Source: an optimization exercise on an open RTL-to-GDS flow (aim: small area, a short achievable clock period and few clock cycles per item). Production flows keep margins and buffers that such runs may drop. In this exercise RTL edits were held to simulation tests only and were not proved equivalent to the original.

==> inputs of violet <==
## dz16_rs_dec
module dz16_rs_dec (
    input             clk,
    input             rst,         
    input             in_valid,
    output            in_ready,
    input      [63:0] in_data,
    output            out_valid,
    input             out_ready,
    output     [63:0] out_data,
    output            out_last,
    output     [1:0]  out_status   
);
make LEC_CHECK=0 CAP_MARGIN=20 CORE_MARGIN=2 CORE_UTILIZATION=40 SLEW_MARGIN=20 finish   # period 10.0 ns
run.sh (not shown) runs the stock make flow with config.mk's settings and CLKGATE_MAP_FILE= SYNTH_SCRIPT=/design/flow/synth_recipe.tcl, a recipe that flattens the netlist after the stock synthesis.
==> yarrow (differences from violet) <==
--- a/flow/design.v
+++ b/flow/design.v
@@ -7,15 +7,15 @@
     output            out_valid,
     input             out_ready,
     output     [63:0] out_data,
     output            out_last,
     output     [1:0]  out_status   
 );
     localparam [1:0] ST_CLEAN = 2'd0, ST_CORR = 2'd1, ST_UNCORR = 2'd2, ST_POISON = 2'd3;
-    localparam integer NROW = 13;
+    localparam integer NROW = 12;
     localparam [63:0] POISON_S = 64'h917fe9c4ff071064;
     function [7:0] gf_mul(input [7:0] a, input [7:0] b);
         integer i;
         reg [7:0] p, aa;
         begin
             p  = 8'd0;
             aa = a;
@@ -123,14 +123,19 @@
             if (a[3]) to_poly = to_poly ^ 8'h0a;
             if (a[4]) to_poly = to_poly ^ 8'h8a;
             if (a[5]) to_poly = to_poly ^ 8'h16;
             if (a[6]) to_poly = to_poly ^ 8'h02;
             if (a[7]) to_poly = to_poly ^ 8'h2d;
         end
     endfunction
+    function [7:0] lanes(input [7:0] z);
+        integer j;
+        for (j = 0; j < 8; j = j + 1)
+            lanes[j] = (z == (8'h80 >> j));
+    endfunction
     function [7:0] zstep(input [7:0] z);
         zstep = gf_mul(z, 8'h1d);
     endfunction
     function [7:0] cinv(input [7:0] a);
         reg [3:0] d, di;
         begin
             d  = g16_mul(a[3:0], a[3:0] ^ a[7:4]) ^ g16_mul(LAM, g16_mul(a[7:4], a[7:4]));
@@ -138,30 +143,35 @@
             cinv = {g16_mul(a[7:4], di), g16_mul(a[3:0] ^ a[7:4], di)};
         end
     endfunction
     reg  [3:0]   in_beat;
     reg  [63:0]  synd;
     reg  [63:0]  ring   [0:NROW-1];
     reg          rvalid [0:NROW-1];
-    reg  [2:0]   rbeat  [0:NROW-1];
-    reg  [1:0]   rcw    [0:NROW-1];
-    reg  [1:0]   in_cw, out_cw;
+    reg  [3:0]   hdiff;
+    reg          at_head;      
+    reg  [3:0]   used;
     reg          sv;           
     reg          a_valid;      
     reg          a2_valid;     
     reg          b_valid;      
     reg          cur_valid;    
     reg  [2:0]   out_beat;
-    wire tap_hit   = rvalid[NROW-1] & (rbeat[NROW-1] == out_beat) & (rcw[NROW-1] == out_cw);
-    wire offer     = cur_valid & tap_hit;
-    wire pop       = offer & out_ready;
+    reg         o_valid;
+    reg  [63:0] o_data;
+    wire take      = o_valid & cur_valid & out_ready;
+    wire offer     = at_head & rvalid[NROW-1];
+    wire adv       = at_head & (pop | ~rvalid[NROW-1]);
+    wire free_tap  = at_head ? (~rvalid[NROW-1] | pop)
+                             : (~rvalid[NROW-1] & ({1'b0, NROW[3:0]} - {1'b0, hdiff} >= {1'b0, used}));
+    wire pop       = offer & (~o_valid | take);
     wire is_check  = (in_beat == 4'd8);
-    assign in_ready = (is_check ? ~b_valid : 1'b1) & (~rvalid[NROW-1] | pop);
-    wire take      = in_valid & in_ready;
-    wire push      = take & ~is_check;
+    assign in_ready = is_check ? (~b_valid & (~rvalid[NROW-1] | pop)) : free_tap;
+    wire in_take   = in_valid & in_ready;
+    wire push      = in_take & ~is_check;
     wire [63:0] sm = (in_beat == 4'd0) ? 64'd0 : synd;
     wire [63:0] synd_next;
     wire sy_t0 = in_data[61] ^ in_data[62];
     wire sy_t1 = in_data[58] ^ sy_t0;
     wire sy_t2 = in_data[52] ^ in_data[53];
     wire sy_t3 = in_data[5] ^ in_data[14];
     wire sy_t4 = in_data[2] ^ in_data[13];
@@ -488,21 +498,20 @@
     wire       a_case2 = (a_det != 8'd0);
     wire [7:0] a_U   = a_case2 ? a_det : s0;
     wire [7:0] a_V   = a_case2 ? a_A : s1;
     wire [7:0] a_W   = a_case2 ? a_B : 8'd0;
     wire [63:0] hs = ring[2];
     reg  [7:0]  r1_U, r1_V, r1_W;
     reg         r1_clean, r1_poison, r1_case2, r1_Anz, r1_S0nz;
-    reg  [7:0]  ra_U, ra_V, ra_W, ra_invU, ra_invV;
-    reg         ra_clean, ra_poison, ra_case2, ra_Anz, ra_S0nz;
+    reg  [7:0]  ra_invU, ra_invV;
     wire [7:0] b_s0 = hs[7:0],   b_s1 = hs[15:8],  b_s2 = hs[23:16], b_s3 = hs[31:24];
     wire [7:0] b_s4 = hs[39:32], b_s5 = hs[47:40], b_s6 = hs[55:48], b_s7 = hs[63:56];
-    wire [7:0] sig1 = cm(ra_V, ra_invU);
-    wire [7:0] sig2 = cm(ra_W, ra_invU);
-    wire [7:0] rho  = cm(ra_U, ra_invV);
+    wire [7:0] sig1 = cm(r1_V, ra_invU);
+    wire [7:0] sig2 = cm(r1_W, ra_invU);
+    wire [7:0] rho  = cm(r1_U, ra_invV);
     wire [7:0] e2 = b_s4 ^ cm(sig1, b_s3) ^ cm(sig2, b_s2);
     wire [7:0] e3 = b_s5 ^ cm(sig1, b_s4) ^ cm(sig2, b_s3);
     wire [7:0] e4 = b_s6 ^ cm(sig1, b_s5) ^ cm(sig2, b_s4);
     wire [7:0] e5 = b_s7 ^ cm(sig1, b_s6) ^ cm(sig2, b_s5);
     wire       ver_ok = ({e2, e3, e4, e5} == 32'd0);
     wire [7:0] qc   = cm(sig2, csq(rho));
     wire       qtr  = ^(qc & 8'h80);
@@ -514,113 +523,123 @@
     wire [7:0] y2   = y1 ^ rb_s0;
     wire       ok1  = rb_ok1 & cmember(x1);
     wire       ok2  = rb_ok2 & cmember(x1) & cmember(x2);
     wire [1:0] c_next_status = rb_clean ? ST_CLEAN : rb_poison ? ST_POISON
                              : (ok1 | ok2) ? ST_CORR : ST_UNCORR;
     reg  [1:0] c_status;
     reg  [7:0] c_z1, c_z2, c_y1, c_y2;
-    wire       load_cur = b_valid & (~cur_valid | (pop & (out_beat == 3'd7)));
-    assign out_valid  = offer;
+    reg  [7:0] c_m1, c_m2;      
+    wire       load_cur = b_valid & (~cur_valid | (take & (out_beat == 3'd7)));
+    assign out_valid  = o_valid & cur_valid;
     assign out_last   = (out_beat == 3'd7);
     assign out_status = c_status;
     reg [63:0] odata;
     integer oj;
     always @* begin
-        odata = ring[NROW-1];
+        odata = o_data;
         for (oj = 0; oj < 8; oj = oj + 1) begin
-            if (c_z1 == (8'h80 >> oj)) odata[8*oj +: 8] = odata[8*oj +: 8] ^ c_y1;
-            if (c_z2 == (8'h80 >> oj)) odata[8*oj +: 8] = odata[8*oj +: 8] ^ c_y2;
+            if (c_m1[oj]) odata[8*oj +: 8] = odata[8*oj +: 8] ^ c_y1;
+            if (c_m2[oj]) odata[8*oj +: 8] = odata[8*oj +: 8] ^ c_y2;
         end
         if (c_status[1])
             odata = 64'd0;
     end
     assign out_data = odata;
     integer ri;
     always @(posedge clk) begin
         ring[0]  <= push ? in_data : ring[NROW-1];
-        rbeat[0] <= push ? in_beat[2:0] : rbeat[NROW-1];
-        rcw[0]   <= push ? in_cw : rcw[NROW-1];
         ring[1]  <= sv ? synd : ring[0];
         for (ri = 1; ri < NROW; ri = ri + 1) begin
             if (ri > 1)
                 ring[ri] <= ring[ri-1];
-            rbeat[ri]  <= rbeat[ri-1];
-            rcw[ri]    <= rcw[ri-1];
             rvalid[ri] <= rvalid[ri-1];
         end
         rvalid[0] <= push | (rvalid[NROW-1] & ~pop);
-        if (take)
+        if (pop)
+            o_data <= ring[NROW-1];
+        if (in_take)
             synd <= synd_next;
-        r1_U      <= a_U;
-        r1_V      <= a_V;
-        r1_W      <= a_W;
-        r1_clean  <= (synd == 64'd0);
-        r1_poison <= (synd == POISON_S);
-        r1_case2  <= a_case2;
-        r1_Anz    <= (a_A != 8'd0);
-        r1_S0nz   <= (s0 != 8'd0);
-        ra_U      <= r1_U;
-        ra_V      <= r1_V;
-        ra_W      <= r1_W;
+        if (sv) begin
+            r1_U      <= a_U;
+            r1_V      <= a_V;
+            r1_W      <= a_W;
+            r1_clean  <= (synd == 64'd0);
+            r1_poison <= (synd == POISON_S);
+            r1_case2  <= a_case2;
+            r1_Anz    <= (a_A != 8'd0);
+            r1_S0nz   <= (s0 != 8'd0);
+        end
         ra_invU   <= cinv(r1_U);
         ra_invV   <= cinv(r1_V);
-        ra_clean  <= r1_clean;
-        ra_poison <= r1_poison;
-        ra_case2  <= r1_case2;
-        ra_Anz    <= r1_Anz;
-        ra_S0nz   <= r1_S0nz;
         if (a2_valid) begin
             rb_sig1   <= sig1;
             rb_w0     <= cqsolve(qc);
             rb_s1rho  <= cm(b_s1, rho);
             rb_s0     <= b_s0;
-            rb_ok1    <= ~ra_case2 & ra_S0nz & ~ra_Anz & ver_ok;
-            rb_ok2    <= ra_case2 & ra_Anz & ~qtr & ver_ok;
-            rb_case2  <= ra_case2;
-            rb_clean  <= ra_clean;
-            rb_poison <= ra_poison;
+            rb_ok1    <= ~r1_case2 & r1_S0nz & ~r1_Anz & ver_ok;
+            rb_ok2    <= r1_case2 & r1_Anz & ~qtr & ver_ok;
+            rb_case2  <= r1_case2;
+            rb_clean  <= r1_clean;
+            rb_poison <= r1_poison;
         end
         if (load_cur) begin
             c_status <= c_next_status;
             c_z1     <= to_z(x1);
             c_z2     <= rb_case2 ? to_z(x2) : 8'd0;
+            c_m1     <= lanes(to_z(x1));
+            c_m2     <= rb_case2 ? lanes(to_z(x2)) : 8'd0;
             c_y1     <= to_poly(y1);
             c_y2     <= rb_case2 ? to_poly(y2) : 8'd0;
-        end else if (pop) begin
+        end else if (take) begin
             c_z1     <= zstep(c_z1);
             c_z2     <= zstep(c_z2);
+            c_m1     <= lanes(zstep(c_z1));
+            c_m2     <= lanes(zstep(c_z2));
         end
         if (rst) begin
             in_beat   <= 4'd0;
             for (ri = 0; ri < NROW; ri = ri + 1)
                 rvalid[ri] <= 1'b0;
-            in_cw     <= 2'd0;
-            out_cw    <= 2'd0;
+            hdiff     <= 4'd0;
+            o_valid   <= 1'b0;
+            at_head   <= 1'b1;
+            used      <= 4'd0;
             sv        <= 1'b0;
             a_valid   <= 1'b0;
             a2_valid  <= 1'b0;
             b_valid   <= 1'b0;
             cur_valid <= 1'b0;
             out_beat  <= 3'd0;
         end else begin
-            if (take)
+            if (in_take)
                 in_beat <= is_check ? 4'd0 : in_beat + 4'd1;
-            if (take & is_check)
-                in_cw <= in_cw + 2'd1;
-            if (pop & (out_beat == 3'd7))
-                out_cw <= out_cw + 2'd1;
-            sv      <= take & is_check;
+            if (pop)
+                o_valid <= 1'b1;
+            else if (take)
+                o_valid <= 1'b0;
+            if (at_head) begin
+                hdiff   <= (rvalid[NROW-1] & ~pop) ? NROW - 1 : 4'd0;
+                at_head <= ~(rvalid[NROW-1] & ~pop);
+            end else begin
+                hdiff   <= hdiff - 4'd1;
+                at_head <= (hdiff == 4'd1);
+            end
+            if (push)
+                used <= at_head ? NROW : NROW - hdiff + 4'd1;
+            else if (adv && used != 4'd0)
+                used <= used - 4'd1;
+            sv      <= in_take & is_check;
             a_valid  <= sv;
             a2_valid <= a_valid;
             if (a2_valid)
                 b_valid <= 1'b1;
             else if (load_cur)
                 b_valid <= 1'b0;
             if (load_cur)
                 cur_valid <= 1'b1;
-            else if (pop & (out_beat == 3'd7))
+            else if (take & (out_beat == 3'd7))
                 cur_valid <= 1'b0;
-            if (pop)
+            if (take)
                 out_beat <= out_beat + 3'd1;
         end
     end
 endmodule
==> flow/flow/run.sh (new file) <==
#!/bin/bash
# The standard layout (standard.sh, unchanged synthesis and steps), except
#  - the input and output ports are buffered with buf_2 cells instead of the
#    default port buffer cell;
#  - clock tree synthesis does not add dummy loads to the clock tree leaves,
#    and clusters up to 24 registers (80 um across) per leaf buffer.
# Full make output goes to standard.log; ORFS's per-step logs stay in orfs/logs.
set -uo pipefail
export BUFFER_PORTS_ARGS="-buffer_cell sky130_fd_sc_hd__buf_2"
export CTS_ARGS="-sink_clustering_enable -repair_clock_nets -dont_use_dummy_load -sink_clustering_size 24 -sink_clustering_max_diameter 80"
bash standard.sh > standard.log 2>&1
==> flow/standard.sh (new file) <==
#!/bin/bash
# synth_recipe.tcl (not shown) runs the flow's synth.tcl, then flattens the netlist and writes it again
# the make line also repeats each setting of config.mk as NAME=value (left out here)
make -C /OpenROAD-flow-scripts/flow DESIGN_CONFIG=/design/flow/config.mk WORK_HOME=/design/flow/orfs CLKGATE_MAP_FILE= SYNTH_SCRIPT=/design/flow/synth_recipe.tcl "${@:-finish}"
Settings changed: CAP_MARGIN 20 to 10, SETUP_SLACK_MARGIN set to 5, SLEW_MARGIN 20 to 10.
removed: flow/run.sh
==> sierra (differences from violet) <==
--- a/flow/design.v
+++ b/flow/design.v
@@ -151,15 +151,15 @@
     reg          b_valid;      
     reg          cur_valid;    
     reg  [2:0]   out_beat;
     wire tap_hit   = rvalid[NROW-1] & (rbeat[NROW-1] == out_beat) & (rcw[NROW-1] == out_cw);
     wire offer     = cur_valid & tap_hit;
     wire pop       = offer & out_ready;
     wire is_check  = (in_beat == 4'd8);
-    assign in_ready = (is_check ? ~b_valid : 1'b1) & (~rvalid[NROW-1] | pop);
+    assign in_ready = is_check ? ~b_valid : (~rvalid[NROW-1] | pop);
     wire take      = in_valid & in_ready;
     wire push      = take & ~is_check;
     wire [63:0] sm = (in_beat == 4'd0) ? 64'd0 : synd;
     wire [63:0] synd_next;
     wire sy_t0 = in_data[61] ^ in_data[62];
     wire sy_t1 = in_data[58] ^ sy_t0;
     wire sy_t2 = in_data[52] ^ in_data[53];
@@ -485,15 +485,15 @@
     wire [7:0] a_det = cm(s0, s2) ^ csq(s1);
     wire [7:0] a_A   = cm(s0, s3) ^ cm(s1, s2);
     wire [7:0] a_B   = cm(s1, s3) ^ csq(s2);
     wire       a_case2 = (a_det != 8'd0);
     wire [7:0] a_U   = a_case2 ? a_det : s0;
     wire [7:0] a_V   = a_case2 ? a_A : s1;
     wire [7:0] a_W   = a_case2 ? a_B : 8'd0;
-    wire [63:0] hs = ring[2];
+    reg  [63:0] hs;
     reg  [7:0]  r1_U, r1_V, r1_W;
     reg         r1_clean, r1_poison, r1_case2, r1_Anz, r1_S0nz;
     reg  [7:0]  ra_U, ra_V, ra_W, ra_invU, ra_invV;
     reg         ra_clean, ra_poison, ra_case2, ra_Anz, ra_S0nz;
     wire [7:0] b_s0 = hs[7:0],   b_s1 = hs[15:8],  b_s2 = hs[23:16], b_s3 = hs[31:24];
     wire [7:0] b_s4 = hs[39:32], b_s5 = hs[47:40], b_s6 = hs[55:48], b_s7 = hs[63:56];
     wire [7:0] sig1 = cm(ra_V, ra_invU);
@@ -535,25 +535,25 @@
     end
     assign out_data = odata;
     integer ri;
     always @(posedge clk) begin
         ring[0]  <= push ? in_data : ring[NROW-1];
         rbeat[0] <= push ? in_beat[2:0] : rbeat[NROW-1];
         rcw[0]   <= push ? in_cw : rcw[NROW-1];
-        ring[1]  <= sv ? synd : ring[0];
         for (ri = 1; ri < NROW; ri = ri + 1) begin
-            if (ri > 1)
-                ring[ri] <= ring[ri-1];
+            ring[ri]   <= ring[ri-1];
             rbeat[ri]  <= rbeat[ri-1];
             rcw[ri]    <= rcw[ri-1];
             rvalid[ri] <= rvalid[ri-1];
         end
         rvalid[0] <= push | (rvalid[NROW-1] & ~pop);
         if (take)
             synd <= synd_next;
+        if (sv)
+            hs <= synd;
         r1_U      <= a_U;
         r1_V      <= a_V;
         r1_W      <= a_W;
         r1_clean  <= (synd == 64'd0);
         r1_poison <= (synd == POISON_S);
         r1_case2  <= a_case2;
         r1_Anz    <= (a_A != 8'd0);
==> summary.txt <==
	violet	sierra	yarrow
Status	no timing/DRC/antenna violations	no timing/DRC/antenna violations	no timing/DRC/antenna violations
Most common cell on crit path	sky130_fd_sc_hd__xnor2_1	-	sky130_fd_sc_hd__nand2_1
Gate count of the mapped netlist	6130	6119	6115
Crit path capture	rb_ok2	out_data[22]	in_ready
Avg Cell Area, Syn	9.67 sq um	9.92 sq um	9.71 sq um
Final Critical Period	5.87 ns	5.87 ns	4.92 ns
Hold Crit Endpoint	ring[2][18]	ring[7][50]	ring[4][12]
Count of clock buffers in the final design	147	149	66
Critical-path top delay cell	sky130_fd_sc_hd__xor2_1	sky130_fd_sc_hd__nor3b_2	sky130_fd_sc_hd__a21oi_2
Placement Rows	141	142	141
Routed wl met2	88500 um	81700 um	85000 um
Dpl hpwl	151000 um	135000 um	149000 um
Multi-input logic portion of the cell area	50.3%	48.6%	53.1%
Testbench counts of violet, summed over its fixed seeds: cycles 17,376, items 1,920.
Testbench counts of yarrow, summed over its fixed seeds: cycles 17,376, items 1,920.
Testbench counts of sierra, summed over its fixed seeds: cycles 17,376, items 1,920.

==> afterwards: timing with drivers on the ports <==
The flow's constraints put no driver on any port. The routed layouts listed below were extracted and timed again, unchanged, in two steps.
Step 1 assumes that a clkbuf_16 drives the clock port and a buf_2 every other input.
Step 2 times the ports against the registers' clock, not the clock port: input delays grow and output delays shrink by t, the midpoint of the rising clock arrivals with the driver on.
Slacks: ideal ports / drivers / drivers and shift; pairs: ideal ports / drivers.
run	t, ns	setup WS [ns]	worst data-port slew with drivers (ns)
violet	0.800	4.128 / 4.128 / 4.057	0.22
yarrow	0.721	5.084 / 5.055 / 4.473	0.07
sierra	0.795	4.133 / 4.055 / 3.747	0.08
After both steps setup and hold are still met in every run listed. For yarrow, which loses most, drivers alone change the setup slack by -0.029 ns; drivers and shift together by -0.611 ns.
